This design comes from an exercise in tuning for small area, a short achievable clock period and few clock cycles per item on the open sky130 flow, not from production work. The RTL was checked by simulation tests, not by an equivalence proof against the original design.

==> flow/design.v (outline; a module is shown in full before it is edited, if it fits) <==
// module hinge_cmp: 186 lines
// module booth_mul: 902 lines
// module add_bk48: 136 lines
// module add_bk65: 185 lines
module hinge_cmp (
    input  wire        clk,
    input  wire        rst,
    input  wire        start,
    input  wire        clear,
    input  wire [23:0] clear_u,
    input  wire        form,
    input  wire        integ,
    input  wire [23:0] e_in,
    input  wire [23:0] b0,
    input  wire [23:0] b1,
    input  wire [23:0] b2,
    input  wire [23:0] b3,
    input  wire [23:0] a1,
    input  wire [23:0] a2,
    input  wire [23:0] a3,
    input  wire [5:0]  xb,
    input  wire [5:0]  xa,
    input  wire [5:0]  xe,
    input  wire [5:0]  xu,
    input  wire [23:0] u_min,
    input  wire [23:0] u_max,
    output wire        ready,
    output reg         done,
    output reg  [23:0] u_lim,
    output reg  [23:0] u_raw,
    output reg         sat,
    output reg         ovf,
    output reg         clamp
);
  // ...
==> flow/flow/run.sh <==
#!/bin/bash
# The standard layout (the standard.sh, standard synthesis included), with
# repair_timing asked to keep a setup margin so the layout runs faster than
# the 17 ns constraint. Each step's full log is under orfs/logs; make's own
# output goes to flow_make.log.
set -uo pipefail
MARGIN=${MARGIN:-12.5}
bash standard.sh SETUP_SLACK_MARGIN=$MARGIN finish > flow_make.log 2>&1
==> flow/standard.sh <==
#!/bin/bash
# synth_recipe.tcl (not shown) runs the flow's synth.tcl, then flattens the netlist and writes it again
# the make line also repeats each setting of config.mk as NAME=value (left out here)
make -C /OpenROAD-flow-scripts/flow DESIGN_CONFIG=/design/flow/config.mk WORK_HOME=/design/flow/orfs CLKGATE_MAP_FILE= SYNTH_SCRIPT=/design/flow/synth_recipe.tcl "${@:-finish}"
==> flow/config.mk <==
export PLATFORM = sky130hd
export DESIGN_NAME = hinge_cmp
export DESIGN_NICKNAME = hinge_cmp
export VERILOG_FILES = /design/flow/design.v
export SDC_FILE = /design/flow/constraint.sdc
export NUM_CORES = 4
export LEC_CHECK = 0
export ABC_AREA = 1
export CAP_MARGIN = 20
export CORE_MARGIN = 2
export CORE_UTILIZATION = 40
export PLACE_DENSITY = 0.6
export SLEW_MARGIN = 20
==> flow/constraint.sdc <==
create_clock -name core_clock -period 17.0 [get_ports {clk}]
set_input_delay 3.4000 -clock core_clock [delete_from_list [all_inputs] [get_ports {clk}]]
set_output_delay 3.4000 -clock core_clock [all_outputs]
set_load 0.01 [all_outputs]
==> results_dict.tcl, run 1 <==
set metrics [dict create \
    status "timing/DRC/antenna clean" \
    drc 0 \
    cts_buffers 88 \
    coreArea_sq_um 133000 \
    rsz0062_at_grt "yes" \
    critPathRequiredTime_ns 17.58 \
    numClockSinks 786 \
    final.setup.worst_slack_ns 12.02 \
    grt.met2_usage 0.430 \
    drtAntennaViolNets 0 \
    gp_congestion 0.932 \
    grt_overflow 0 \
    synth_top_area_frac 0.230 \
    clock_skew_ns 0.0496 \
    grt_max_degree 97 \
    track_usage 0.269 \
    hold_path_depth 0 \
    path_depth 25 \
    synth_compound_area_frac 0.169 \
    ioPinCount 347 \
    clockBufferCount 120 \
    multi_input_area_share 0.488 \
    synthCells 7024 \
    start_kind "flop" \
    dieWidth_microns 370 \
    multiInputGateArea_sq_um 34000 \
    drt_iter0_markers 5568 \
    critical_path_arrival_ns 5.56 \
    met1_usage 0.356 \
    yosysMostFrequentCell "nand2_1" \
    fin_hold_ws_ns 0.348 \
]
Testbench counts, summed over its fixed seeds: cycles 139,812, samples 23,233.
==> module hinge_cmp, before the edit <==
module hinge_cmp (
    input  wire        clk,
    input  wire        rst,
    input  wire        start,
    input  wire        clear,
    input  wire [23:0] clear_u,
    input  wire        form,
    input  wire        integ,
    input  wire [23:0] e_in,
    input  wire [23:0] b0,
    input  wire [23:0] b1,
    input  wire [23:0] b2,
    input  wire [23:0] b3,
    input  wire [23:0] a1,
    input  wire [23:0] a2,
    input  wire [23:0] a3,
    input  wire [5:0]  xb,
    input  wire [5:0]  xa,
    input  wire [5:0]  xe,
    input  wire [5:0]  xu,
    input  wire [23:0] u_min,
    input  wire [23:0] u_max,
    output wire        ready,
    output reg         done,
    output reg  [23:0] u_lim,
    output reg  [23:0] u_raw,
    output reg         sat,
    output reg         ovf,
    output reg         clamp
);
    localparam signed [63:0] ACC_MAX = 64'sh7FFF_FFFF_FFFF_FFFF;
    localparam signed [63:0] ACC_MIN = 64'sh8000_0000_0000_0000;
    reg  [6:0] ph;
    reg        form_q;
    reg        ready_q;
    wire       acc_s = ready_q & start;
    wire       acc_c = ready_q & clear;
    wire last_ph = form_q ? ph[6] : ph[5];
    wire [6:0] ph_next = {ph[5] & form_q, ph[4], ph[3] | (ph[2] & ~form_q), ph[2] & form_q,
                          ph[1], ph[0], acc_s};
    assign ready = ready_q;
    wire       cap_en = ~|ph | last_ph;
    reg [23:0] cq0, cq1, cq2, cq3, cq4, cq5, cq6;
    wire cq_dbl = ph[2] & ~form_q;
    reg [5:0]  xb_q, xa_q, xe_q, xu_q;
    reg [23:0] umin_q, umax_q, umin_r, umax_r;
    reg        integ_q, integ_r;
    reg [23:0] eh0, eh1, eh2, eh3;
    reg [23:0] u1, u2, u3;
    reg        clr_q;
    reg [23:0] clru_q;
    reg  sel_b, sel_u1, sel_u2;
    wire is_b = sel_b;
    wire [23:0] dsel = sel_b  ? eh0 :
                       sel_u1 ? u1 :
                       sel_u2 ? u2 : u3;
    wire [47:0] ms_w, mc_w;
    booth_mul mul (.x(dsel), .y(cq0), .s(ms_w), .c(mc_w));
    wire signed [8:0] tb = $signed({{3{xb_q[5]}}, xb_q}) + $signed({{3{xe_q[5]}}, xe_q})
                         - $signed({{3{xu_q[5]}}, xu_q}) + 9'sd40;
    wire signed [8:0] ta = $signed({{3{xa_q[5]}}, xa_q}) + 9'sd40;
    wire signed [8:0] tr = is_b ? tb : ta;
    wire [6:0] t_w = tr[8] ? 7'd0 : (tr > 9'sd111) ? 7'd111 : tr[6:0];
    reg [47:0] ms, mc;
    reg [6:0]  tsh;
    reg        m_first;
    wire [47:0] prod;
    wire        prod_co;
    add_bk48 cpa (.a(ms), .b(mc), .ci(1'b0), .s(prod), .co(prod_co));
    wire        psg  = prod[47];
    wire [111:0] x0 = {{64{psg}}, prod};
    wire [111:0] x1 = tsh[0] ? {x0[110:0], 1'b0}  : x0;
    wire [111:0] x2 = tsh[1] ? {x1[109:0], 2'b0}  : x1;
    wire [111:0] x3 = tsh[2] ? {x2[107:0], 4'b0}  : x2;
    wire [111:0] x4 = tsh[3] ? {x3[103:0], 8'b0}  : x3;
    wire [111:0] x5 = tsh[4] ? {x4[95:0], 16'b0}  : x4;
    wire [111:0] x6 = tsh[5] ? {x5[79:0], 32'b0}  : x5;
    wire [111:0] x7 = tsh[6] ? {x6[47:0], 64'b0}  : x6;
    reg  [47:0] hm;
    integer i;
    always @(*) begin
        for (i = 0; i < 48; i = i + 1)
            hm[i] = (i + tsh >= 110);
    end
    wire fit = (tsh == 7'd111) ? (prod == 48'd0) : (~|(prod & hm) | &(prod | ~hm));
    wire [63:0] win_w = x7[110:47];
    reg  [63:0] win;
    reg         tfit, tsg, t_first;
    reg  [63:0] acc;
    reg         sat_a;
    wire [63:0] term = tfit ? win : {tsg, {63{~tsg}}};
    wire        tsat = ~tfit;
    wire [63:0] acc_in = t_first ? 64'd0 : acc;
    wire [64:0] sum;
    wire        sum_co;
    add_bk65 acc_add (.a({acc_in[63], acc_in}), .b({term[63], term}), .ci(1'b0), .s(sum), .co(sum_co));
    wire sum_ovf = sum[64] ^ sum[63];
    wire [63:0] acc_nx = sum_ovf ? (sum[64] ? ACC_MIN : ACC_MAX) : sum[63:0];
    reg         m_last, t_last, a_last;
    wire [48:0] rnd = {acc[63], acc[63:16]} + {48'd0, acc[15]};
    wire rnd_hi = ~rnd[48] & (rnd[47:23] != 25'd0);
    wire rnd_lo =  rnd[48] & ((rnd[47:23] != {25{1'b1}}) | (rnd[22:0] == 23'd0));
    wire [23:0] raw = rnd_hi ? 24'h7FFFFF : rnd_lo ? 24'h800001 : rnd[23:0];
    wire lim_lo = $signed(raw) < $signed(umin_r);
    wire lim_hi = $signed(raw) > $signed(umax_r);
    wire [23:0] lim = lim_lo ? umin_r : lim_hi ? umax_r : raw;
    wire sat_all = sat_a | rnd_hi | rnd_lo;
    wire push = integ_r & ~sat_all & ~(lim_lo | lim_hi);
    reg  kill;    
    always @(posedge clk) begin
        if (cap_en) begin
            cq0 <= b0; cq1 <= b1; cq2 <= b2;
            cq3 <= b3; cq4 <= a1; cq5 <= a2; cq6 <= a3;
            xb_q <= xb; xa_q <= xa; xe_q <= xe; xu_q <= xu;
            umin_q <= u_min; umax_q <= u_max; integ_q <= integ;
            clru_q <= clear_u;
            form_q <= form;
        end else begin
            cq0 <= cq_dbl ? cq2 : cq1;
            cq1 <= cq_dbl ? cq3 : cq2;
            cq2 <= cq3; cq3 <= cq4; cq4 <= cq5; cq5 <= cq6;
        end
        if (last_ph) begin
            umin_r <= umin_q; umax_r <= umax_q; integ_r <= integ_q;
        end
        ms <= ms_w; mc <= mc_w;
        tsh <= t_w;
        m_first <= ph[0];
        sel_b  <= |ph_next[3:0];
        sel_u1 <= ph_next[4];
        sel_u2 <= ph_next[5];
        win     <= win_w;
        tfit    <= fit;
        tsg     <= psg;
        t_first <= m_first;
        acc   <= acc_nx;
        sat_a <= (t_first ? 1'b0 : sat_a) | tsat | sum_ovf;
        u_raw <= raw;
        u_lim <= lim;
        sat   <= sat_all;
        ovf   <= rnd_hi | rnd_lo;
        clamp <= lim_lo | lim_hi;
        if (rst) begin
            ph <= 7'd0;
            ready_q <= 1'b1;
            m_last <= 1'b0;
            t_last <= 1'b0;
            a_last <= 1'b0;
            done <= 1'b0;
            kill <= 1'b0;
            clr_q <= 1'b0;
        end else begin
            ph <= ph_next;
            ready_q <= acc_s ? 1'b0 : (ready_q | (form_q ? ph[5] : ph[4]));
            m_last <= last_ph;
            t_last <= m_last;
            a_last <= t_last;
            done <= a_last;
            clr_q <= acc_c;
            if (acc_c)
                kill <= (|ph) | m_last | t_last;
            else if (a_last)
                kill <= 1'b0;
        end
    end
    reg rst_q;
    always @(posedge clk) begin
        rst_q <= rst;
        if (cap_en)
            eh0 <= e_in;
        if (rst_q) begin
            eh1 <= 24'd0; eh2 <= 24'd0; eh3 <= 24'd0;
        end else if (clr_q) begin
            eh1 <= 24'd0; eh2 <= 24'd0; eh3 <= 24'd0;
        end else if (ph[0] | ph[1] | ph[2]) begin
            eh0 <= eh1; eh1 <= eh2; eh2 <= eh3; eh3 <= eh0;
        end
        if (rst_q) begin
            u1 <= 24'd0; u2 <= 24'd0; u3 <= 24'd0;
        end else if (clr_q) begin
            u1 <= clru_q; u2 <= clru_q; u3 <= clru_q;
        end else if (a_last & ~kill) begin
            u1 <= push ? raw : u1; u2 <= u1; u3 <= u2;
        end
    end
endmodule
==> inputs of run 2 (changes only) <==
--- a/flow/design.v
+++ b/flow/design.v
@@ -44,6 +44,8 @@
     wire cq_dbl = ph[2] & ~form_q;
     reg [5:0]  xb_q, xa_q, xe_q, xu_q;
     reg [23:0] umin_q, umax_q, umin_r, umax_r;
+    reg [24:0] umm1_r;                        
+    reg        umin_gt, umax_ne, umax_min;    
     reg        integ_q, integ_r;
     reg [23:0] eh0, eh1, eh2, eh3;
     reg [23:0] u1, u2, u3;
@@ -97,12 +99,18 @@
     wire sum_ovf = sum[64] ^ sum[63];
     wire [63:0] acc_nx = sum_ovf ? (sum[64] ? ACC_MIN : ACC_MAX) : sum[63:0];
     reg         m_last, t_last, a_last;
-    wire [48:0] rnd = {acc[63], acc[63:16]} + {48'd0, acc[15]};
-    wire rnd_hi = ~rnd[48] & (rnd[47:23] != 25'd0);
-    wire rnd_lo =  rnd[48] & ((rnd[47:23] != {25{1'b1}}) | (rnd[22:0] == 23'd0));
-    wire [23:0] raw = rnd_hi ? 24'h7FFFFF : rnd_lo ? 24'h800001 : rnd[23:0];
-    wire lim_lo = $signed(raw) < $signed(umin_r);
-    wire lim_hi = $signed(raw) > $signed(umax_r);
+    wire [23:0] rx  = acc[39:16];
+    wire        rc  = acc[15];
+    wire rnd_hi = ~acc[63] & ((|acc[62:39]) | (&acc[38:15]));
+    wire rnd_lo =  acc[63] & (~(&acc[62:39]) | ~(|acc[38:15]));
+    wire [23:0] rinc = rx + {23'd0, rc};
+    wire [23:0] raw = rnd_hi ? 24'h7FFFFF : rnd_lo ? 24'h800001 : rinc;
+    wire lo_0 = $signed(rx) < $signed(umin_r);
+    wire lo_1 = $signed({rx[23], rx}) < $signed(umm1_r);
+    wire hi_0 = $signed(rx) > $signed(umax_r);
+    wire hi_e = rx == umax_r;
+    wire lim_lo = ~rnd_hi & (rnd_lo ? umin_gt : (rc ? lo_1 : lo_0));
+    wire lim_hi = rnd_hi ? umax_ne : rnd_lo ? umax_min : (hi_0 | (rc & hi_e));
     wire [23:0] lim = lim_lo ? umin_r : lim_hi ? umax_r : raw;
     wire sat_all = sat_a | rnd_hi | rnd_lo;
     wire push = integ_r & ~sat_all & ~(lim_lo | lim_hi);
@@ -122,6 +130,10 @@
         end
         if (last_ph) begin
             umin_r <= umin_q; umax_r <= umax_q; integ_r <= integ_q;
+            umm1_r <= {umin_q[23], umin_q} - 25'd1;
+            umin_gt  <= $signed(umin_q) > -24'sd8388607;
+            umax_ne  <= umax_q != 24'h7FFFFF;
+            umax_min <= umax_q == 24'h800000;
         end
         ms <= ms_w; mc <= mc_w;
         tsh <= t_w;
==> run 2 against run 1 <==
Net effect: fmax rose by 8.1%; flip-flop and latch count increased by 28; wire length shrank 0.28%.
==> results_dict.tcl, run 2 <==
set metrics [dict create \
    status "timing/DRC/antenna clean" \
    wirelength_microns 199000 \
    cts_tree "yes" \
    timing.fmax_mhz 217 \
    track_usage 0.267 \
    synth_top_area_cell "dfxtp_1" \
    dp_hpwl_microns 139000 \
    grt_pass1_vias 47216 \
    multiInputGateArea_sq_um 32700 \
    synth_top_area_frac 0.222 \
    worst_setup_path_end_kind "output port" \
    htreeDepth 3 \
    portBuffers 346 \
    synthFlopType "dfxtp_1" \
    worst_hold_path_type "reg2reg" \
    critical_path_arrival_ns 1.21 \
    root_buffer "clkbuf_16" \
    clock_latency_ns 0.73 \
    clock_skew_ns 0.0551 \
    critPathRequiredTime_ns 13.60 \
    startpoint "u_raw[18]" \
    drt_iter0_markers 5139 \
    finalSetupTns_ns 0 \
    drtAntennaViolNets 0 \
    vias_per_cell 5.35 \
    critPathMaxStageDelay_ns 0.39 \
    r2r_end "mc[28]" \
    crit_buf_inv 1 \
    drc 0 \
    numClockSinks 814 \
    fin_area_sq_um 66300 \
    hold_buffers 0 \
    tightest_slew_ns 1.11 \
    grt_first_pass_wirelength_microns 290000 \
    antenna_found_initial 12 \
    syn-num-nets 8121 \
    clk_pin_slew_worst_paths_ns 0.06 \
    synthTopCellsByArea "dfxtp_1, nand2_1, edfxtp_1" \
    ys_seq_area_frac 0.330 \
    die_area_sq_um 142000 \
    final_util 0.482 \
    top_regs "acc x64, win x64, ms x48" \
    path_cells "buf_6" \
    drive_gt1_frac 0.0934 \
    critPathKind "reg2out" \
    yosys_warnings 1 \
    fin_crit_sh 0.271 \
    path_depth 1 \
    r2r_cells 16 \
    final_cell_mix "nand2_1, inv_1, dfxtp_1, nor2_1, o21ai_0" \
    synthCells 7269 \
    drv_slew 0 \
    post_drt_wl_per_cell_microns 21.2 \
    min_period_ns 4.61 \
    final-hold-violation-count 0 \
    initial_core_util 0.403 \
    worstPathMaxFanout 1 \
    synth_common_cells "nand2_1, inv_1, dfxtp_1" \
    r2r_start "sel_b" \
    worst-r2r-setup-slack_ns 12.52 \
    dieWidth_microns 376 \
    synth.distinct_cells 57 \
    rows 136 \
    critPathCapture "u_raw[18]" \
    grt_max_degree 165 \
    grt_overflow 0 \
    syn_avg_cell_area_sq_um 7.63 \
    syn_area_sq_um 55500 \
    layout_commonest_cell "nand2_1" \
    start_kind "flop" \
    gp_congestion 0.975 \
    maxCapViolCount 0 \
    die_y_microns 376 \
    max_slew_margin 0.253 \
    yosysMostFrequentCell "nand2_1" \
    cts_buffer_depth 3 \
    coreArea_sq_um 137000 \
    setup_violations 0 \
    placed_area_sq_um 60300 \
    ioPinCount 347 \
    dr.pass1.iters 8 \
    fill_cells 13402 \
    synthArstFlopShare 0 \
    fin_nets 8356 \
    via_count 50243 \
    cts_buffers 93 \
    fin_hold_ws_ns 0.362 \
    synth_seq_cells 814 \
    synth_edf_count 199 \
    slowest_stage "dfxtp_4" \
    path_delay_family "flip-flops" \
    hold_path_depth 0 \
    regArea_sq_um 18400 \
    area_growth_pct 19.6 \
    rsz0062_at_grt "yes" \
]
==> run 2: cell count changes after synthesis, sizes merged, moves of 13 or more <==
cell    change
nand2     +188
o21ai      -64
nand3      +54
clkbuf     -51
buf        +50
xor2       +40
edfxtp     +28
ha         +27
nor3       +18
a221oi     -17
a32o       -13
==> run 2: worst min-delay path by stage <==
stage / start / slack, ns / end
after global routing: ph[4] / 0.37 / sel_u2
after global placement: ph[4] / 0.36 / sel_u2
after floorplan: m_first / 0.31 / t_first
after detailed placement: ph[4] / 0.36 / sel_u2
final: ph[4] / 0.36 / sel_u2
after CTS: ph[4] / 0.37 / sel_u2
==> run 2: kinds of logic after synthesis <==
| family | Yosys count | synth area share |
|---|---|---|
| mux | 12 | 0.00217 |
| buf+inv | 1422 | 0.0988 |
| compound gates | 1442 | 0.146 |
| simple gates | 2556 | 0.185 |
| fa+ha+maj | 559 | 0.164 |
| xor+xnor | 464 | 0.0733 |
| flops | 814 | 0.330 |
==> run 2: through the flow <==
step,instances,worst slack [ns]
global placement,9083,11.29
floorplan,7269,12.63
detailed placement,9083,11.18
global route,9379,12.36
finish,9386,12.39
CTS,9313,12.35
==> run 2: routing by layer <==
metal	wire length (microns)	part of all wire	vias up	global-route usage
met3	18900	0.095	387	0.0614
li1	-	-	23901	-
met2	87400	0.44	2210	0.416
met5	80	0.00040	-	0
met4	7360	0.037	12	0.0897
met1	85000	0.43	23733	0.365
==> run 2: timing repair <==
item	CTS	global route
buffers inserted	37	45
endpoints found under the hold margin	0	0
pin swaps	17	44
setup endpoints to repair	252	225
resized for setup	463	245
gates cloned	18	20
==> run 2: area by class of cell <==
cell class                      count  area share
Timing Repair inverter              6    0.000528
Tap cell                         1794      0.0338
Multi-Input combinational cell   5040       0.493
Timing Repair Buffer              547      0.0886
Sequential cell                   814       0.277
Antenna cell                        8    0.000302
Clock buffer                      134      0.0411
Clock inverter                     41     0.00724
Inverter                         1002      0.0581
Testbench counts of run 2, summed over its fixed seeds: cycles 139,812, samples 23,233.
==> inputs of run 3 (changes only) <==
--- a/flow/design.v
+++ b/flow/design.v
@@ -50,7 +50,6 @@
     reg [23:0] eh0, eh1, eh2, eh3;
     reg [23:0] u1, u2, u3;
     reg        clr_q;
-    reg [23:0] clru_q;
     reg  sel_b, sel_u1, sel_u2;
     wire is_b = sel_b;
     wire [23:0] dsel = sel_b  ? eh0 :
@@ -120,8 +119,7 @@
             cq0 <= b0; cq1 <= b1; cq2 <= b2;
             cq3 <= b3; cq4 <= a1; cq5 <= a2; cq6 <= a3;
             xb_q <= xb; xa_q <= xa; xe_q <= xe; xu_q <= xu;
-            umin_q <= u_min; umax_q <= u_max; integ_q <= integ;
-            clru_q <= clear_u;
+            umin_q <= clear ? clear_u : u_min; umax_q <= u_max; integ_q <= integ;
             form_q <= form;
         end else begin
             cq0 <= cq_dbl ? cq2 : cq1;
@@ -190,7 +188,7 @@
         if (rst_q) begin
             u1 <= 24'd0; u2 <= 24'd0; u3 <= 24'd0;
         end else if (clr_q) begin
-            u1 <= clru_q; u2 <= clru_q; u3 <= clru_q;
+            u1 <= umin_q; u2 <= umin_q; u3 <= umin_q;
         end else if (a_last & ~kill) begin
             u1 <= push ? raw : u1; u2 <= u1; u3 <= u2;
         end
--- a/flow/config.mk
+++ b/flow/config.mk
@@ -8,6 +8,6 @@
 export ABC_AREA = 1
 export CAP_MARGIN = 20
 export CORE_MARGIN = 2
-export CORE_UTILIZATION = 40
-export PLACE_DENSITY = 0.6
+export CORE_UTILIZATION = 50
+export PLACE_DENSITY = 0.7
 export SLEW_MARGIN = 20
==> run 3 against run 2 <==
Net effect: still clean on timing, DRC and antenna; clock skew is 0.013 ns lower; register-to-register slack worse by 0.09 ns; cell count shrank 4.5%; critical path type is now reg2reg.
==> results_dict.tcl, run 3 <==
set metrics [dict create \
    status "timing/DRC/antenna clean" \
    grt_pass1_vias 47178 \
    drive_gt1_frac 0.0929 \
    initial_core_util 0.504 \
    synthXorXnorAreaFrac 0.0707 \
    r2r_cells 16 \
    syn_avg_cell_area_sq_um 7.56 \
    dpl.cell_count 8688 \
    cts_buffers 85 \
    cts_tree "yes" \
    htreeDepth 3 \
    start_kind "flop" \
    dr.pass1.iters 9 \
    rsz0062_at_grt "yes" \
    critPathCapture "mc[29]" \
    path_depth 16 \
    fin_nets 8325 \
    clock_skew_ns 0.0424 \
    drv_slew 0 \
    synth_seq_cells 790 \
    syn-num-nets 8112 \
    synth_top_family_by_area "simple AND/OR/NAND/NOR gates" \
    worst_hold_path_type "reg2reg" \
    synthTopCellsByArea "dfxtp_1, nand2_1, fa_1" \
    clock_latency_ns 0.71 \
    area_growth_pct 17.8 \
    layout_commonest_cell "nand2_1" \
    drt_iter0_markers 6008 \
    setup_violations 0 \
    antenna_found_initial 9 \
    ioPinCount 347 \
    synthCells 7260 \
    slowest_stage "fa_1" \
    synthArstFlopShare 0 \
    root_buffer "clkbuf_16" \
    synthFlopType "dfxtp_1" \
    fin_crit_sh 0.269 \
    max_slew_margin 0.158 \
    grt_max_degree 100 \
    yosysMostFrequentCell "nand2_1" \
    portBuffers 346 \
    synth_top_area_frac 0.224 \
    min_period_ns 4.57 \
    final_cell_mix "nand2_1, inv_1, dfxtp_1, nor2_1, o21ai_0" \
    dp_hpwl_microns 129000 \
    r2r_start "cq0[7]" \
    via_count 51084 \
    crit_top_cell "fa_1" \
    startpoint "cq0[7]" \
    fin_area_sq_um 64600 \
    maxCapViolCount 0 \
    cts_buffer_depth 3 \
    worst-r2r-setup-slack_ns 12.43 \
    path_delay_family "adder cells" \
    finalSetupTns_ns 0 \
    synth-simple-area-share 0.191 \
    track_usage 0.322 \
    tightest_slew_ns 1.25 \
    worst_setup_path_end_kind "flop" \
    numClockSinks 790 \
    drc 0 \
    rows 121 \
    synthAdderAreaFrac 0.166 \
    crit_buf_inv 7 \
    final-hold-violation-count 0 \
    syn_area_sq_um 54900 \
    gp_congestion 0.967 \
    die_y_microns 335 \
    yosys_warnings 1 \
    synth.distinct_cells 64 \
    post_drt_wl_per_cell_microns 21.2 \
    r2r_end "mc[29]" \
    final.setup.worst_slack_ns 12.43 \
    drtAntennaViolNets 0 \
    worstPathMaxFanout 16 \
    synth.area.mux_share 0.00748 \
    final_util 0.594 \
    synth_edf_count 175 \
    dieWidth_microns 335 \
    ys_seq_area_frac 0.320 \
    dp_slack_ns 11.40 \
    top_regs "acc x64, win x64, ms x48" \
    grt_first_pass_wirelength_microns 280000 \
    critPathKind "reg2reg" \
    critical_path_arrival_ns 5.12 \
    synth_compound_area_frac 0.146 \
    grt_overflow 0 \
    synth_top_area_cell "dfxtp_1" \
    vias_per_cell 5.70 \
    path_cells "buf_12, inv_6, nor2_1, o21ai_2, buf_6, o22ai_1, xor2_1, fa_1, inv_1, fa_1, inv_1, fa_1, inv_1, fa_1, inv_1, fa_1" \
    die_area_sq_um 112000 \
    layout.cells.non_filler 8964 \
    critPathRequiredTime_ns 17.54 \
    placed_area_sq_um 59300 \
    coreArea_sq_um 109000 \
    synth_common_cells "nand2_1, inv_1, dfxtp_1" \
    timing.fmax_mhz 219 \
    wirelength_microns 190000 \
    critPathMaxStageDelay_ns 0.53 \
    clk_pin_slew_worst_paths_ns 0.06 \
]
run 3: stage by stage:
step,hold WS (ns)
2_1_floorplan,0.310
3_3_place_gp,0.343
3_5_place_dp,0.344
4_1_cts,0.355
5_1_grt,0.369
6_report,0.348
run 3: layout make-up:
cell class,count,area [sq um]
multi-input combinational,5074,32800
clock inverter,45,572
timing repair inverter,5,25.0
sequential,790,17700
clock buffer,115,2410
tap,1414,1770
inverter,981,3760
timing repair buffer,536,5680
fill,9697,44200
antenna,4,10.0
run 3: worst min-delay path by stage:
stage / startpoint / endpoint / slack (ns) / depth (start not counted)
5_1_grt: ph[4] / sel_u2 / 0.37 / 0
3_5_place_dp: ph[4] / sel_u2 / 0.34 / 0
6_report: ph[4] / sel_u2 / 0.35 / 0
2_1_floorplan: m_first / t_first / 0.31 / 0
4_1_cts: ph[4] / sel_u2 / 0.36 / 0
3_3_place_gp: ph[4] / sel_u2 / 0.34 / 0
run 3: cells by family after synthesis:
family          count (synthesis)
fa+ha+maj                     560
buf+inv                      1404
mux                            38
simple gates                 2580
flops                         790
xor+xnor                      443
compound gates               1445
run 3: worst register-to-register path: cells and delay by family, from the launching register on:
| kind | cells | cell delay, ns |
|---|---|---|
| buf+inv | 7 | 0.97 |
| flops | 1 | 0.32 |
| fa+ha+maj | 5 | 2.26 |
| compound gates | 2 | 0.55 |
| simple gates | 1 | 0.16 |
| xor+xnor | 1 | 0.18 |
run 3: repair_timing:
item | CTS | global route
resized for setup | 451 | 205
setup endpoints to repair | 270 | 222
pin swaps | 13 | 39
setup buffers | 19 | 56
hold buffers | 0 | 0
gates cloned | 20 | 17
hold endpoints to repair | 0 | 0
run 3: routing by layer:
layer / up-vias / routed length [microns] / track usage
li1: 23860 / - / -
met2: 2836 / 83500 / 0.495
met1: 23836 / 74700 / 0.426
met4: 6 / 10100 / 0.144
met3: 546 / 21400 / 0.0846
met5: - / 71 / 0
Testbench counts of run 3, summed over its fixed seeds: cycles 139,812, samples 23,233.
==> inputs of run 4 (changes only) <==
--- a/flow/config.mk
+++ b/flow/config.mk
@@ -8,6 +8,6 @@
 export ABC_AREA = 1
 export CAP_MARGIN = 20
 export CORE_MARGIN = 2
-export CORE_UTILIZATION = 50
-export PLACE_DENSITY = 0.7
+export CORE_UTILIZATION = 40
+export PLACE_DENSITY = 0.6
 export SLEW_MARGIN = 20
==> run 4 against run 3 <==
Net effect: setup slack improved by 0.011 ns; register-to-register slack improved by 0.13 ns; synthesized area unchanged; first-iteration DRC count decreased by 9.6%; highest routed layer unchanged; non-clock buffer count decreased by 13.
==> results_dict.tcl, run 4 <==
set metrics [dict create \
    path_depth 1 \
    crit_buf_inv 1 \
    tightest_slew_ns 1.22 \
    synthFlopType "dfxtp_1" \
    grt_pass1_vias 47608 \
    track_usage 0.265 \
    worstPathMaxFanout 1 \
    grt_first_pass_wirelength_microns 288000 \
    path_cells "buf_6" \
    worst-r2r-setup-slack_ns 12.56 \
    clk_pin_slew_worst_paths_ns 0.06 \
    worst_setup_path_end_kind "output port" \
    final_cell_mix "nand2_1, inv_1, dfxtp_1, nor2_1, o21ai_0" \
    syn-num-nets 8112 \
    grt_max_degree 99 \
    dp_hpwl_microns 135000 \
    fin_nets 8306 \
    hold_path_depth 0 \
    die_area_sq_um 140000 \
    gp_congestion 0.956 \
    synthCells 7260 \
    critical_path_arrival_ns 1.16 \
    maxCapViolCount 0 \
    final-hold-violation-count 0 \
    dr.pass1.iters 6 \
    timing.fmax_mhz 219 \
    regArea_sq_um 17600 \
    numClockSinks 790 \
    area_growth_pct 17.7 \
    portBuffers 346 \
    rsz0062_at_grt "yes" \
    clock_skew_ns 0.0402 \
    wirelength_microns 194000 \
    start_kind "flop" \
    top_regs "acc x64, win x64, ms x48" \
    multiInputGateArea_sq_um 32600 \
    critPathRequiredTime_ns 13.60 \
    min_period_ns 4.56 \
    finalSetupTns_ns 0 \
    cts_buffers 85 \
    path_delay_family "flip-flops" \
    status "timing/DRC/antenna clean" \
    critPathKind "reg2out" \
    synth_top_area_frac 0.224 \
    drv_slew 0 \
    cts_buffer_depth 3 \
    synth.distinct_cells 64 \
    rows 135 \
    critPathMaxStageDelay_ns 0.34 \
    synth_edf_count 175 \
    via_count 50427 \
    die_y_microns 374 \
    drt_iter0_markers 5431 \
    post_drt_wl_per_cell_microns 20.9 \
    cts_tree "yes" \
    drc 0 \
    yosys_warnings 1 \
    fin_crit_sh 0.268 \
    r2r_cells 14 \
    coreArea_sq_um 136000 \
    synthTopCellsByArea "dfxtp_1, nand2_1, fa_1" \
    grt_overflow 0 \
    yosysMostFrequentCell "nand2_1" \
    syn_avg_cell_area_sq_um 7.56 \
    final_util 0.476 \
    layout_commonest_cell "nand2_1" \
    max_slew_margin 0.180 \
    syn_area_sq_um 54900 \
    synth_top_area_cell "dfxtp_1" \
    vias_per_cell 5.42 \
    initial_core_util 0.404 \
    root_buffer "clkbuf_16" \
    clock_latency_ns 0.73 \
    hold_buffers 0 \
    dieWidth_microns 374 \
    htreeDepth 3 \
    slowest_stage "dfxtp_2" \
    setup_violations 0 \
    drtAntennaViolNets 0 \
    fill_cells 13294 \
    synth_seq_cells 790 \
    drive_gt1_frac 0.0896 \
    ioPinCount 347 \
    synthArstFlopShare 0 \
    ys_seq_area_frac 0.320 \
    antenna_found_initial 12 \
    worst_hold_path_type "reg2reg" \
    synth_common_cells "nand2_1, inv_1, dfxtp_1" \
]
[run 4: cell types whose count changed in the layout (fill, tap and decap cells not counted), moves of 8 or more]
cell	before	now
buf_12	32	17
buf_4	116	97
buf_8	3	11
o21ai_1	100	110
clkbuf_8	15	6
o21ai_0	514	506
o21ai_4	18	9
buf_6	46	61
[run 4: timing repair]
item,4_1_cts,5_1_grt
cloned,14,17
pin swaps,10,34
resized for setup,440,207
buffers inserted,21,30
endpoints found under the setup margin,271,216
endpoints found under the hold margin,0,0
[run 4: kinds of logic (layout without fill, tap and decap cells)]
logic type,count (synthesis),in the layout,synth area share
adder cells (fa/ha/maj),560,560,0.166
AO/OA/AOI/OAI,1445,1446,0.146
flip-flops,790,790,0.320
other,0,2,0
AND/OR/NAND/NOR,2580,2581,0.191
XOR/XNOR,443,444,0.0707
buffers and inverters,1404,1663,0.0990
multiplexers,38,38,0.00748
[run 4: routing by layer]
| layer | GRT usage | part of all wire |
|---|---|---|
| met5 | 0 | 0.00036 |
| met4 | 0.0937 | 0.038 |
| met3 | 0.0553 | 0.092 |
| met2 | 0.417 | 0.44 |
| met1 | 0.359 | 0.43 |
[run 4: area by class of cell]
| class | instances | share of cell area |
|---|---|---|
| Tap cell | 1781 | 0.0345 |
| Multi-Input combinational cell | 5069 | 0.505 |
| Timing Repair inverter | 4 | 0.000387 |
| Timing Repair Buffer | 523 | 0.0835 |
| Clock buffer | 109 | 0.0367 |
| Inverter | 981 | 0.0581 |
| Sequential cell | 790 | 0.273 |
| Antenna cell | 2 | 0.0000775 |
| Clock inverter | 46 | 0.00879 |
[run 4: worst paths after layout]
kind,end,startpoint
worst max register to register,mc[27],cq0[21]
worst max-delay path,u_raw[3],u_raw[3]
worst min-delay path,sel_u2,ph[4]
worst min register to register,sel_u2,ph[4]
[run 4: through the flow]
stage                     setup WS (ns)  hold slack [ns]  instances  area [sq um]
final                             12.44            0.361       9305         64600
after detailed placement          11.47            0.354       9064         59700
after floorplan                   12.40            0.310       7260         54900
after global routing              12.40            0.364       9303         64600
after global placement            11.38            0.355       9064         59700
after CTS                         12.40            0.370       9254         63500
==> inputs of run 5 (changes only) <==
--- a/flow/flow/run.sh
+++ b/flow/flow/run.sh
@@ -4,5 +4,5 @@
 # the 17 ns constraint. Each step's full log is under orfs/logs; make's own
 # output goes to flow_make.log.
 set -uo pipefail
-MARGIN=${MARGIN:-12.5}
+MARGIN=${MARGIN:-12.75}
 bash standard.sh SETUP_SLACK_MARGIN=$MARGIN finish > flow_make.log 2>&1
==> run 5 against run 4 <==
Net effect: largest cell class unchanged; non-clock buffer count is 128 higher; design area is 7.4% higher; via count is 2.6% higher; global-route usage is 1.5 points higher; still clean; count of clock-buffer cells in the layout is 12 higher; synthesized area stayed put; synthesized cell count stayed put; highest routed layer unchanged; die area stayed put; flip-flop and latch count stayed put; worst hold slack hardly changed.
==> results_dict.tcl, run 5 <==
set metrics [dict create \
    status "timing/DRC/antenna clean" \
    syn_area_sq_um 54900 \
    critical_path_arrival_ns 1.15 \
    timing.fmax_mhz 220 \
    gp_congestion 0.945 \
    track_usage 0.280 \
    ys_seq_area_frac 0.320 \
    setup_violations 0 \
    path_cells "buf_6" \
    drv_slew 0 \
    numClockSinks 790 \
    vias_per_cell 5.47 \
    rows 135 \
    dp_slack_ns 11.44 \
    post_drt_wl_per_cell_microns 22.0 \
    drtAntennaViolNets 0 \
    maxCapViolCount 0 \
    fin_crit_sh 0.268 \
    grt_first_pass_wirelength_microns 301000 \
    yosysMostFrequentCell "nand2_1" \
    max_slew_margin 0.150 \
    htreeDepth 3 \
    root_buffer "clkbuf_16" \
    initial_core_util 0.404 \
    synth_edf_count 175 \
    dp_hpwl_microns 135000 \
    synthFlopType "dfxtp_1" \
    critPathMaxStageDelay_ns 0.35 \
    top_regs "acc x64, win x64, ms x48" \
    layout.cells.non_filler 9454 \
    syn_avg_cell_area_sq_um 7.56 \
    worst_setup_path_end_kind "output port" \
    grt_max_degree 177 \
    fin_area_sq_um 69300 \
    fin_nets 8447 \
    via_count 51755 \
    regArea_sq_um 17700 \
    portBuffers 346 \
    synth_top_area_cell "dfxtp_1" \
    hold_buffers 0 \
    cts_buffer_depth 3 \
    die_area_sq_um 140000 \
    crit_buf_inv 1 \
    fill_cells 12829 \
    final.setup.worst_slack_ns 12.45 \
    clk_pin_slew_worst_paths_ns 0.06 \
    synth.distinct_cells 64 \
    yosys_warnings 1 \
    synthCells 7260 \
    path_delay_family "flip-flops" \
    r2r_start "cq0[7]" \
    syn-num-nets 8112 \
    grt_overflow 0 \
    rsz0062_at_grt "yes" \
    die_y_microns 374 \
    worstPathMaxFanout 1 \
    slowest_stage "dfxtp_2" \
    dr.pass1.iters 6 \
    dieWidth_microns 374 \
    synth_seq_cells 790 \
    cts_buffers 87 \
    antenna_found_initial 23 \
    cts_tree "yes" \
    final_util 0.511 \
    wirelength_microns 208000 \
    drive_gt1_frac 0.162 \
    synth_top_area_frac 0.224 \
    final_cell_mix "nand2_1, inv_1, dfxtp_1, nor2_1, o21ai_0" \
    synthTopCellsByArea "dfxtp_1, nand2_1, fa_1" \
    final-hold-violation-count 0 \
    min_period_ns 4.55 \
    dpl.cell_count 9047 \
    grt_pass1_vias 48723 \
    clock_skew_ns 0.0593 \
    critPathRequiredTime_ns 13.60 \
    ioPinCount 347 \
    critPathKind "reg2out" \
    synth_common_cells "nand2_1, inv_1, dfxtp_1" \
    coreArea_sq_um 136000 \
    fin_hold_ws_ns 0.361 \
    clock_latency_ns 0.73 \
    worst_hold_path_type "reg2reg" \
    placed_area_sq_um 59600 \
    tightest_slew_ns 1.26 \
    hp-start "ph[4]" \
    startpoint "u_raw[22]" \
    layout_commonest_cell "nand2_1" \
    drc 0 \
    multiInputGateArea_sq_um 35200 \
    area_growth_pct 26.4 \
    drt_iter0_markers 6002 \
    synthArstFlopShare 0 \
    start_kind "flop" \
    finalSetupTns_ns 0 \
]
[run 5: kinds of logic after synthesis]
logic type / after synthesis / synth area share
adder cells (fa/ha/maj): 560 / 0.166
AO/OA/AOI/OAI: 1445 / 0.146
AND/OR/NAND/NOR: 2580 / 0.191
flip-flops: 790 / 0.320
XOR/XNOR: 443 / 0.0707
buffers and inverters: 1404 / 0.0990
multiplexers: 38 / 0.00748
[run 5: worst reg2reg max path, cell delays in order, from the launching register on]
cell	delay [ns]
dfxtp_2	0.35
buf_12	0.15
xor2_4	0.33
clkinvlp_4	0.22
o21ai_4	0.20
buf_6	0.24
o22ai_4	0.09
xor2_2	0.18
fa_1	0.56
inv_2	0.04
fa_2	0.52
inv_2	0.04
fa_2	0.35
fa_1	0.50
inv_2	0.05
fa_2	0.54
[run 5: final timing paths]
path | endpoint | slack [ns] | depth (start not counted)
worst max-delay path | u_raw[22] | 12.45 | 1
worst min-delay path | sel_u2 | 0.36 | 0
worst max register to register | mc[25] | 12.55 | 15
worst min register to register | sel_u2 | 0.36 | 0
[run 5: layout make-up]
type | instances | share of cell area
diodes | 4 | 0.000144
clock inverters | 42 | 0.00563
clock buffers | 121 | 0.0356
multi-input cells | 5072 | 0.507
inverters | 981 | 0.0551
well taps | 1781 | 0.0321
flip-flops and latches | 790 | 0.255
repair inverters | 12 | 0.00108
repair buffers | 651 | 0.108
[run 5: layer usage]
layer,GRT usage,up-vias,share of wire
met5,0,-,0.00069
met4,0.122,20,0.056
met3,0.0737,637,0.10
met2,0.433,2585,0.44
met1,0.367,24424,0.41
li1,-,24089,-
[run 5: timing repair]
action / 4_1_cts / 5_1_grt
pin swaps: 179 / 210
setup endpoints to repair: 329 / 260
gates cloned: 54 / 18
resized for setup: 866 / 484
setup buffers: 99 / 68
==> inputs of run 6 (changes only) <==
--- a/flow/design.v
+++ b/flow/design.v
@@ -44,7 +44,6 @@
     wire cq_dbl = ph[2] & ~form_q;
     reg [5:0]  xb_q, xa_q, xe_q, xu_q;
     reg [23:0] umin_q, umax_q, umin_r, umax_r;
-    reg [24:0] umm1_r;                        
     reg        umin_gt, umax_ne, umax_min;    
     reg        integ_q, integ_r;
     reg [23:0] eh0, eh1, eh2, eh3;
@@ -105,7 +104,8 @@
     wire [23:0] rinc = rx + {23'd0, rc};
     wire [23:0] raw = rnd_hi ? 24'h7FFFFF : rnd_lo ? 24'h800001 : rinc;
     wire lo_0 = $signed(rx) < $signed(umin_r);
-    wire lo_1 = $signed({rx[23], rx}) < $signed(umm1_r);
+    wire [25:0] lo_d = {{2{rx[23]}}, rx} + {{2{~umin_r[23]}}, ~umin_r} + 26'd2;    
+    wire lo_1 = lo_d[25];
     wire hi_0 = $signed(rx) > $signed(umax_r);
     wire hi_e = rx == umax_r;
     wire lim_lo = ~rnd_hi & (rnd_lo ? umin_gt : (rc ? lo_1 : lo_0));
@@ -128,7 +128,6 @@
         end
         if (last_ph) begin
             umin_r <= umin_q; umax_r <= umax_q; integ_r <= integ_q;
-            umm1_r <= {umin_q[23], umin_q} - 25'd1;
             umin_gt  <= $signed(umin_q) > -24'sd8388607;
             umax_ne  <= umax_q != 24'h7FFFFF;
             umax_min <= umax_q == 24'h800000;
--- a/flow/flow/run.sh
+++ b/flow/flow/run.sh
@@ -4,5 +4,5 @@
 # the 17 ns constraint. Each step's full log is under orfs/logs; make's own
 # output goes to flow_make.log.
 set -uo pipefail
-MARGIN=${MARGIN:-12.75}
+MARGIN=${MARGIN:-12.5}
 bash standard.sh SETUP_SLACK_MARGIN=$MARGIN finish > flow_make.log 2>&1
--- a/flow/config.mk
+++ b/flow/config.mk
@@ -5,7 +5,6 @@
 export SDC_FILE = /design/flow/constraint.sdc
 export NUM_CORES = 4
 export LEC_CHECK = 0
-export ABC_AREA = 1
 export CAP_MARGIN = 20
 export CORE_MARGIN = 2
 export CORE_UTILIZATION = 40
==> run 6 against run 5 <==
Net effect: synthesized area grew 14%; die area increased by 14%; fmax is 10% lower; critical endpoint is now tfit; highest routed layer unchanged.
==> results_dict.tcl, run 6 <==
set metrics [dict create \
    status "timing/DRC/antenna clean" \
    synthCells 7738 \
    cts_buffers 82 \
    yosys_warnings 1 \
    drt_iter0_markers 7469 \
    post_drt_wl_per_cell_microns 25.0 \
    fin_area_sq_um 78400 \
    hold_path_depth 0 \
    drtAntennaViolNets 0 \
    critPathRequiredTime_ns 17.57 \
    synth_top_area_frac 0.197 \
    timing.fmax_mhz 197 \
    grt_overflow 0 \
    critical_path_arrival_ns 5.64 \
    synthFlopType "dfxtp_1" \
    min_period_ns 5.07 \
    critPathKind "reg2reg" \
    track_usage 0.294 \
    coreArea_sq_um 155000 \
    wl_met2_microns 110000 \
    dp_hpwl_microns 161000 \
    dr.pass1.iters 8 \
    final-hold-violation-count 0 \
    setup_violations 0 \
    layout_commonest_cell "a21oi_1" \
    synth_top_area_cell "dfxtp_1" \
    hp-start "ph[4]" \
    gp_congestion 0.965 \
    crit_buf_inv 1 \
    numClockSinks 765 \
    die_y_microns 399 \
    multiInputGateArea_sq_um 44400 \
    cts_buffer_depth 3 \
    wirelength_microns 251000 \
    rows 144 \
    wl_met1_microns 100000 \
    synthArstFlopShare 0 \
    crit_top_cell "or4_4" \
    fin_crit_sh 0.298 \
    worst_setup_path_end_kind "flop" \
    r2r_end "tfit" \
    dieWidth_microns 399 \
    via_count 61586 \
    regArea_sq_um 17000 \
    ys_seq_area_frac 0.269 \
    syn_avg_cell_area_sq_um 8.07 \
    drive_gt1_frac 0.214 \
    max_slew_margin 0.225 \
    start_kind "flop" \
    fin_hold_ws_ns 0.420 \
    finalSetupTns_ns 0 \
    synthTopCellsByArea "dfxtp_1, fa_1, edfxtp_1" \
    hold_end "sel_u2" \
    area_growth_pct 25.7 \
    highest_layer "met5" \
    synth_common_cells "a21oi_1, nand2_1, dfxtp_1" \
    die_area_sq_um 159000 \
    initial_core_util 0.404 \
    path_cells "ha_4, and3_4, and4_4, a32o_1, a41o_4, buf_4, a21bo_4, nor2b_2, o21ai_1, nand2b_1, a21oi_2, fa_2, xor2_4, o22a_1, o221ai_1, a2111o_1, or4_4, or4_4, nor4_4, a211o_1" \
    syn-num-nets 8599 \
    drc 0 \
    grt_pass1_vias 57135 \
    antenna_found_initial 7 \
    grt_max_degree 98 \
    synth.distinct_cells 104 \
    fin_nets 8769 \
    grt_first_pass_wirelength_microns 361000 \
    portBuffers 346 \
    htreeDepth 3 \
    final_cell_mix "a21oi_1, nand2_1, nor2_1, dfxtp_1, inv_1" \
    clock_skew_ns 0.0692 \
    yosysMostFrequentCell "a21oi_1" \
    tightest_slew_ns 1.15 \
    path_delay_family "compound AO/OA/AOI/OAI gates" \
    syn_area_sq_um 62400 \
    worstPathMaxFanout 4 \
    worst-r2r-setup-slack_ns 11.93 \
    maxCapViolCount 0 \
    r2r_cells 20 \
    top_regs "acc x64, win x64, ms x48" \
    r2r_start "mc[14]" \
    worst_hold_path_type "reg2reg" \
    ioPinCount 347 \
    wl_met3_microns 24300 \
    slowest_stage "or4_4" \
    rsz0062_at_grt "yes" \
    synth_seq_cells 765 \
    root_buffer "clkbuf_16" \
    fill_cells 14297 \
    cts_tree "yes" \
    clock_latency_ns 0.73 \
    drv_slew 0 \
    placed_area_sq_um 67100 \
    critPathMaxStageDelay_ns 0.45 \
    synth_edf_count 150 \
    clk_pin_slew_worst_paths_ns 0.06 \
    vias_per_cell 6.15 \
]
run 6: changes by cell type after synthesis, moves of 122 or more:
cell / change
a211oi_1: +147
nand3_1: -131
a21oi_1: +611
nor2b_1: +174
xor2_1: -347
mux2i_1: +188
mux2_2: +122
o21ai_0: -131
clkbuf_1: +316
nand2_1: -983
inv_1: -403
run 6: how the worst max path moves through the flow:
stage           start       to  slack [ns]  cells after the start
2_1_floorplan   mc[3]     tfit       12.50                     18
3_5_place_dp     tfit   acc[8]       10.77                     21
4_1_cts         mc[0]     tfit       11.98                     18
3_3_place_gp     tfit  acc[53]       10.87                     21
5_1_grt         mc[7]     tfit       11.83                     20
6_report       mc[14]     tfit       11.93                     20
run 6: cells by family (layout without fill, tap and decap cells):
| logic type | count (synthesis) | after routing | synth area share |
|---|---|---|---|
| buffers and inverters | 1305 | 1532 | 0.0798 |
| AOI/OAI and AO/OA | 2472 | 2480 | 0.243 |
| xor gates and xnor gates | 213 | 213 | 0.0305 |
| DFF | 765 | 765 | 0.269 |
| and+or+nand+nor | 1984 | 1984 | 0.149 |
| other | 0 | 2 | 0 |
| adders and majority gates | 616 | 616 | 0.157 |
| muxes | 383 | 384 | 0.0714 |
run 6: worst register-to-register path: stages (launching register included):
cell and delay, ns:
dfxtp_1 0.39, ha_4 0.23, and3_4 0.18, and4_4 0.18, a32o_1 0.22, a41o_4 0.27, buf_4 0.14, a21bo_4 0.22
nor2b_2 0.15, o21ai_1 0.13, nand2b_1 0.09, a21oi_2 0.17, fa_2 0.28, xor2_4 0.20, o22a_1 0.24, o221ai_1 0.13
a2111o_1 0.37, or4_4 0.43, or4_4 0.45, nor4_4 0.21, a211o_1 0.27
run 6: timing repair:
item | CTS | global route
gates resized for setup | 986 | 539
setup buffers | 185 | 103
hold buffers | 0 | 0
gates cloned | 44 | 20
setup endpoints to repair | 246 | 236
pin swaps | 232 | 302
run 6: final cells by class:
cell class / count / area share
diodes: 2 / 0.0000638
clock inverters: 36 / 0.00517
repair inverters: 1 / 0.0000957
well taps: 2044 / 0.0326
inverters: 559 / 0.0272
repair buffers: 822 / 0.122
flip-flops and latches: 765 / 0.216
clock buffers: 114 / 0.0298
multi-input cells: 5677 / 0.566
run 6: per-stage QoR:
step	utilization	instances	worst slack [ns]
CTS	0.487	9895	11.98
floorplan	-	7738	12.50
detailed placement	0.434	9516	10.77
global placement	0.434	9516	10.87
global route	0.507	10019	11.83
finish	0.507	10020	11.93
run 6: per-layer routing:
metal  up-vias  GRT usage
li1      27763          -
met1     29596      0.393
met2      3436      0.462
met3       787     0.0517
met4         4      0.140
met5         -          0
Testbench counts of run 6, summed over its fixed seeds: cycles 139,812, samples 23,233.
==> inputs of run 7 (changes only) <==
--- a/flow/config.mk
+++ b/flow/config.mk
@@ -5,6 +5,7 @@
 export SDC_FILE = /design/flow/constraint.sdc
 export NUM_CORES = 4
 export LEC_CHECK = 0
+export ABC_AREA = 1
 export CAP_MARGIN = 20
 export CORE_MARGIN = 2
 export CORE_UTILIZATION = 40
==> run 7 against run 6 <==
Net effect: critical path type is now reg2out; highest routed layer unchanged; via count down 21%; fmax up 11%.
==> results_dict.tcl, run 7 <==
set metrics [dict create \
    slowest_stage "dfxtp_4" \
    drtAntennaViolNets 0 \
    hold_path_depth 0 \
    drv_slew 0 \
    path_depth 1 \
    via_count 48910 \
    worst_setup_path_end_kind "output port" \
    cts_buffer_depth 3 \
    met3_usage 0.0468 \
    dr.pass1.iters 8 \
    dp_hpwl_microns 131000 \
    root_buffer "clkbuf_16" \
    cts_tree "yes" \
    path_cells "buf_6" \
    max_slew_margin 0.323 \
    synth_top_family_by_area "simple AND/OR/NAND/NOR gates" \
    coreArea_sq_um 133000 \
    critical_path_arrival_ns 1.16 \
    critPathRequiredTime_ns 13.60 \
    ys_seq_area_frac 0.313 \
    min_period_ns 4.56 \
    die_y_microns 370 \
    synth_top_area_cell "dfxtp_1" \
    drive_gt1_frac 0.0898 \
    clock_skew_ns 0.0450 \
    wirelength_microns 186000 \
    hold_buffers 0 \
    fin_hold_ws_ns 0.364 \
    fin_nets 8134 \
    maxCapViolCount 0 \
    worst_hold_path_type "reg2reg" \
    setup_violations 0 \
    final-hold-violation-count 0 \
    synthArstFlopShare 0 \
    status "timing/DRC/antenna clean" \
    syn-num-nets 7944 \
    synth_top_area_frac 0.230 \
    ioPinCount 347 \
    grt_pass1_vias 46084 \
    timing.fmax_mhz 219 \
    grt_first_pass_wirelength_microns 275000 \
    syn_avg_cell_area_sq_um 7.57 \
    area_growth_pct 18.2 \
    track_usage 0.258 \
    yosysMostFrequentCell "nand2_1" \
    path_delay_family "flip-flops" \
    htreeDepth 3 \
    crit_buf_inv 1 \
    synth_common_cells "nand2_1, inv_1, o21ai_0" \
    drt_iter0_markers 4905 \
    worstPathMaxFanout 2 \
    dieWidth_microns 370 \
    grt.busiest_layer "met2" \
    synth.distinct_cells 65 \
    fin_crit_sh 0.268 \
    clk_pin_slew_worst_paths_ns 0.06 \
    synth-simple-area-share 0.182 \
    finalSetupTns_ns 0 \
    post_drt_wl_per_cell_microns 20.4 \
    clock_latency_ns 0.71 \
    yosys_warnings 1 \
    vias_per_cell 5.37 \
    synthCells 7083 \
    layout_commonest_cell "nand2_1" \
    die_area_sq_um 137000 \
    synth_seq_cells 765 \
    grt_max_degree 103 \
    synth_compound_area_frac 0.154 \
    synth.area.mux_share 0.00746 \
    met1_usage 0.352 \
    synthFlopType "dfxtp_1" \
    rows 134 \
    rsz0062_at_grt "yes" \
    top_regs "acc x64, win x64, ms x48" \
    fin_area_sq_um 63400 \
    initial_core_util 0.402 \
    grt_overflow 0 \
    critPathKind "reg2out" \
    synthXorXnorAreaFrac 0.0692 \
    final_cell_mix "nand2_1, inv_1, o21ai_0, dfxtp_1, nor2_1" \
    tightest_slew_ns 1.01 \
    placed_area_sq_um 58500 \
    synthAdderAreaFrac 0.174 \
    cts_buffers 83 \
    numClockSinks 765 \
    grt.met2_usage 0.410 \
    synth_edf_count 150 \
    drc 0 \
    start_kind "flop" \
    portBuffers 346 \
    antenna_found_initial 8 \
    syn_area_sq_um 53600 \
    r2r_cells 16 \
    synthTopCellsByArea "dfxtp_1, nand2_1, fa_1" \
    gp_congestion 0.956 \
    critPathMaxStageDelay_ns 0.35 \
]
run 7: cell type report:
class,count,area (sq um)
Antenna cell,2,5.00
Clock buffer,110,2270
Clock inverter,42,492
Fill cell,12953,69900
Inverter,972,3710
Multi-Input combinational cell,4931,32100
Sequential cell,765,16900
Tap cell,1768,2210
Timing Repair Buffer,519,5640
Timing Repair inverter,1,5.00
run 7: worst paths after layout:
kind,end,from,slack (ns)
worst max register to register,mc[17],cq0[1],12.52
worst min register to register,sel_u2,ph[4],0.36
worst max-delay path,ready,ready_q,12.44
worst min-delay path,sel_u2,ph[4],0.36
run 7: through the flow:
stage	utilization	setup WS, ns	std cells
final	0.476	12.44	9110
after CTS	0.465	12.38	9056
after detailed placement	0.439	11.61	8881
after global routing	0.476	12.40	9108
after global placement	0.439	11.73	8881
after floorplan	-	12.53	7083
run 7: what timing repair did:
item	4_1_cts	5_1_grt
gates cloned	10	22
buffers inserted	13	30
gates resized for setup	433	236
setup endpoints to repair	233	213
pin swaps	5	46
run 7: kinds of logic after synthesis:
family | count (synthesis)
compound gates | 1487
xor+xnor | 424
fa+ha+maj | 569
buf+inv | 1390
flops | 765
mux | 37
simple gates | 2411
run 7: metal layers:
metal  share of wire  vias to the layer above
met5         0.00041                        -
met3           0.087                      379
li1                -                    23281
met4           0.035                       12
met2            0.45                     2078
met1            0.43                    23160
==> inputs of run 8 (changes only) <==
--- a/flow/design.v
+++ b/flow/design.v
@@ -49,11 +49,10 @@
     reg [23:0] eh0, eh1, eh2, eh3;
     reg [23:0] u1, u2, u3;
     reg        clr_q;
-    reg  sel_b, sel_u1, sel_u2;
+    reg  sel_b, sel_u1, sel_u2, sel_u3;
     wire is_b = sel_b;
-    wire [23:0] dsel = sel_b  ? eh0 :
-                       sel_u1 ? u1 :
-                       sel_u2 ? u2 : u3;
+    wire [23:0] dsel = ({24{sel_b}} & eh0) | ({24{sel_u1}} & u1) |
+                       ({24{sel_u2}} & u2) | ({24{sel_u3}} & u3);
     wire [47:0] ms_w, mc_w;
     booth_mul mul (.x(dsel), .y(cq0), .s(ms_w), .c(mc_w));
     wire signed [8:0] tb = $signed({{3{xb_q[5]}}, xb_q}) + $signed({{3{xe_q[5]}}, xe_q})
@@ -138,6 +137,7 @@
         sel_b  <= |ph_next[3:0];
         sel_u1 <= ph_next[4];
         sel_u2 <= ph_next[5];
+        sel_u3 <= ph_next[6];
         win     <= win_w;
         tfit    <= fit;
         tsg     <= psg;
--- a/flow/flow/run.sh
+++ b/flow/flow/run.sh
@@ -4,5 +4,5 @@
 # the 17 ns constraint. Each step's full log is under orfs/logs; make's own
 # output goes to flow_make.log.
 set -uo pipefail
-MARGIN=${MARGIN:-12.5}
+MARGIN=${MARGIN:-12.3}
 bash standard.sh SETUP_SLACK_MARGIN=$MARGIN finish > flow_make.log 2>&1
==> run 8 against run 7 <==
Net effect: register-to-register slack worse by 0.13 ns; critical path depth stayed put; sequential share of layout area increased by 0.51 points; design area down 2.2%; first-iteration DRC count shrank 9.1%; largest cell class unchanged.
==> results_dict.tcl, run 8 <==
set metrics [dict create \
    clock_latency_ns 0.72 \
    dieWidth_microns 369 \
    critical_path_arrival_ns 1.26 \
    synth_top_area_cell "dfxtp_1" \
    finalSetupTns_ns 0 \
    die_y_microns 369 \
    layout_commonest_cell "nand2_1" \
    synth.distinct_cells 61 \
    ys_seq_area_frac 0.315 \
    portBuffers 346 \
    gp_congestion 0.974 \
    crit_buf_inv 1 \
    worstPathMaxFanout 1 \
    synth_common_cells "nand2_1, inv_1, dfxtp_1" \
    syn_area_sq_um 53400 \
    cts_buffer_depth 3 \
    synthFlopType "dfxtp_1" \
    critPathKind "reg2out" \
    wirelength_microns 184000 \
    yosys_warnings 1 \
    fin_crit_sh 0.274 \
    worst_setup_path_end_kind "output port" \
    yosysMostFrequentCell "nand2_1" \
    via_count 48549 \
    drtAntennaViolNets 0 \
    syn_avg_cell_area_sq_um 7.57 \
    dr.pass1.iters 6 \
    final_cell_mix "nand2_1, inv_1, dfxtp_1, o21ai_0, nor2_1" \
    synthCells 7046 \
    met1_usage 0.355 \
    timing.fmax_mhz 215 \
    drv_slew 0 \
    grt.met2_usage 0.412 \
    min_period_ns 4.66 \
    grt.busiest_layer "met2" \
    tightest_slew_ns 1.27 \
    synth_seq_cells 766 \
    critPathRequiredTime_ns 13.60 \
    ioPinCount 347 \
    post_drt_wl_per_cell_microns 20.4 \
    setup_violations 0 \
    fin_nets 8070 \
    clock_skew_ns 0.0344 \
    dp_hpwl_microns 133000 \
    drc 0 \
    maxCapViolCount 0 \
    met3_usage 0.0632 \
    htreeDepth 3 \
    grt_pass1_vias 46396 \
    syn-num-nets 7907 \
    rsz0062_at_grt "yes" \
    path_delay_family "flip-flops" \
    hold_buffers 0 \
    area_growth_pct 16.1 \
    grt_overflow 0 \
    initial_core_util 0.401 \
    top_regs "acc x64, win x64, ms x48" \
    grt_max_degree 101 \
    root_buffer "clkbuf_16" \
    vias_per_cell 5.36 \
    status "timing/DRC/antenna clean" \
    max_slew_margin 0.145 \
    cts_tree "yes" \
    start_kind "flop" \
    cts_buffers 86 \
    final-hold-violation-count 0 \
    slowest_stage "dfxtp_1" \
    coreArea_sq_um 133000 \
    critPathMaxStageDelay_ns 0.29 \
    track_usage 0.263 \
    synthTopCellsByArea "dfxtp_1, nand2_1, fa_1" \
    synth_top_area_frac 0.231 \
    antenna_found_initial 7 \
    drt_iter0_markers 4457 \
    synthArstFlopShare 0 \
    die_area_sq_um 136000 \
    worst_hold_path_type "reg2reg" \
    rows 134 \
    grt_first_pass_wirelength_microns 277000 \
    synth_edf_count 150 \
    numClockSinks 766 \
    drive_gt1_frac 0.0721 \
    path_cells "dlygate4sd2_1" \
    clk_pin_slew_worst_paths_ns 0.06 \
]
-- run 8: changes by cell type after synthesis, sizes merged, moves of 21 or more --
cell	previous run	this run
inv	965	939
nor2	478	452
a221oi	2	23
nand2	1588	1697
o21ai	683	650
-- run 8: timing repair --
action	in CTS	in global routing
gates resized for setup	193	103
endpoints found under the setup margin	210	181
setup buffers	16	16
cloned	7	3
pin swaps	3	7
endpoints found under the hold margin	0	0
-- run 8: final cells by class --
cell class,count,area [sq um]
fill,13256,71000
multi-input combinational,4930,31700
sequential,766,16900
timing repair buffer,476,4480
inverter,941,3590
clock buffer,120,2530
tap,1768,2210
clock inverter,41,505
timing repair inverter,8,50.0
antenna,4,10.0
-- run 8: cell families after synthesis --
logic type      share of synthesized area
compound gates                      0.151
xor+xnor                           0.0670
fa+ha+maj                           0.175
buf+inv                            0.0974
flops                               0.315
mux                               0.00694
simple gates                        0.187
-- run 8: metal layers --
metal,up-vias,wire [microns]
met2,2026,81500
met5,-,26
met1,23035,79300
met3,420,16800
met4,4,6890
li1,23064,-
-- run 8: worst reg2reg max path, stage by stage, from the launching register on --
cell	delay, ns
dfxtp_1	0.62
clkinv_1	0.13
buf_4	0.30
o21ai_1	0.20
buf_4	0.36
o22ai_1	0.18
xor2_1	0.18
fa_1	0.48
fa_1	0.51
fa_1	0.41
fa_1	0.59
inv_1	0.08
fa_1	0.44
-- run 8: stage by stage --
stage                     cell area [sq um]  instances  hold slack [ns]  utilization  setup WS (ns)
after floorplan                       53400       7046            0.310            -          12.40
after global placement                58300       8847            0.340        0.439          11.45
after detailed placement              58300       8847            0.342        0.439          11.39
after CTS                             61600       9031            0.349        0.463          12.30
after global routing                  62000       9051            0.361        0.466          12.28
final                                 62000       9054            0.353        0.466          12.34
-- run 8: worst paths after layout --
path                 start       end  slack [ns]  depth (start not counted)
setup / recovery  u_lim[8]  u_lim[8]       12.34                          1
hold / removal       ph[4]    sel_u2        0.35                          0
setup reg to reg   cq0[17]    mc[24]       12.39                         12
hold reg to reg      ph[4]    sel_u2        0.35                          0
Testbench counts of run 8, summed over its fixed seeds: cycles 139,812, samples 23,233.

[what the ideal ports hide]
The results above use ideal ports. As a check the final layouts listed here were re-extracted and re-timed, cells and wires unchanged.
Step 1, drivers: a clkbuf_16 drives clk and a buf_2 each remaining input, both assumed.
Step 2 times the ports against the registers' clock, not the clock port: input delays grow and output delays shrink by t, the midpoint of the rising clock arrivals with the driver on.
Three values: ideal, step 1, step 2; two values: the first two.
run | t, ns | setup WS [ns] | worst setup path after step 2
run 1 | 0.795 | 12.018 / 12.018 / 12.018 | register to register
run 2 | 0.777 | 12.391 / 12.314 / 12.402 | input to register
run 3 | 0.754 | 12.427 / 12.386 / 12.427 | register to register
run 4 | 0.790 | 12.438 / 12.362 / 12.153 | input to register
run 5 | 0.787 | 12.448 / 12.362 / 12.231 | input to register
run 6 | 0.793 | 11.927 / 11.927 / 11.927 | register to register
run 7 | 0.766 | 12.438 / 12.362 / 12.015 | input to register
run 8 | 0.773 | 12.342 / 12.267 / 12.010 | input to register
After both steps setup and hold are still met in every run listed. For run 7, which loses most, drivers alone change the setup slack by -0.076 ns; drivers and shift together by -0.423 ns.
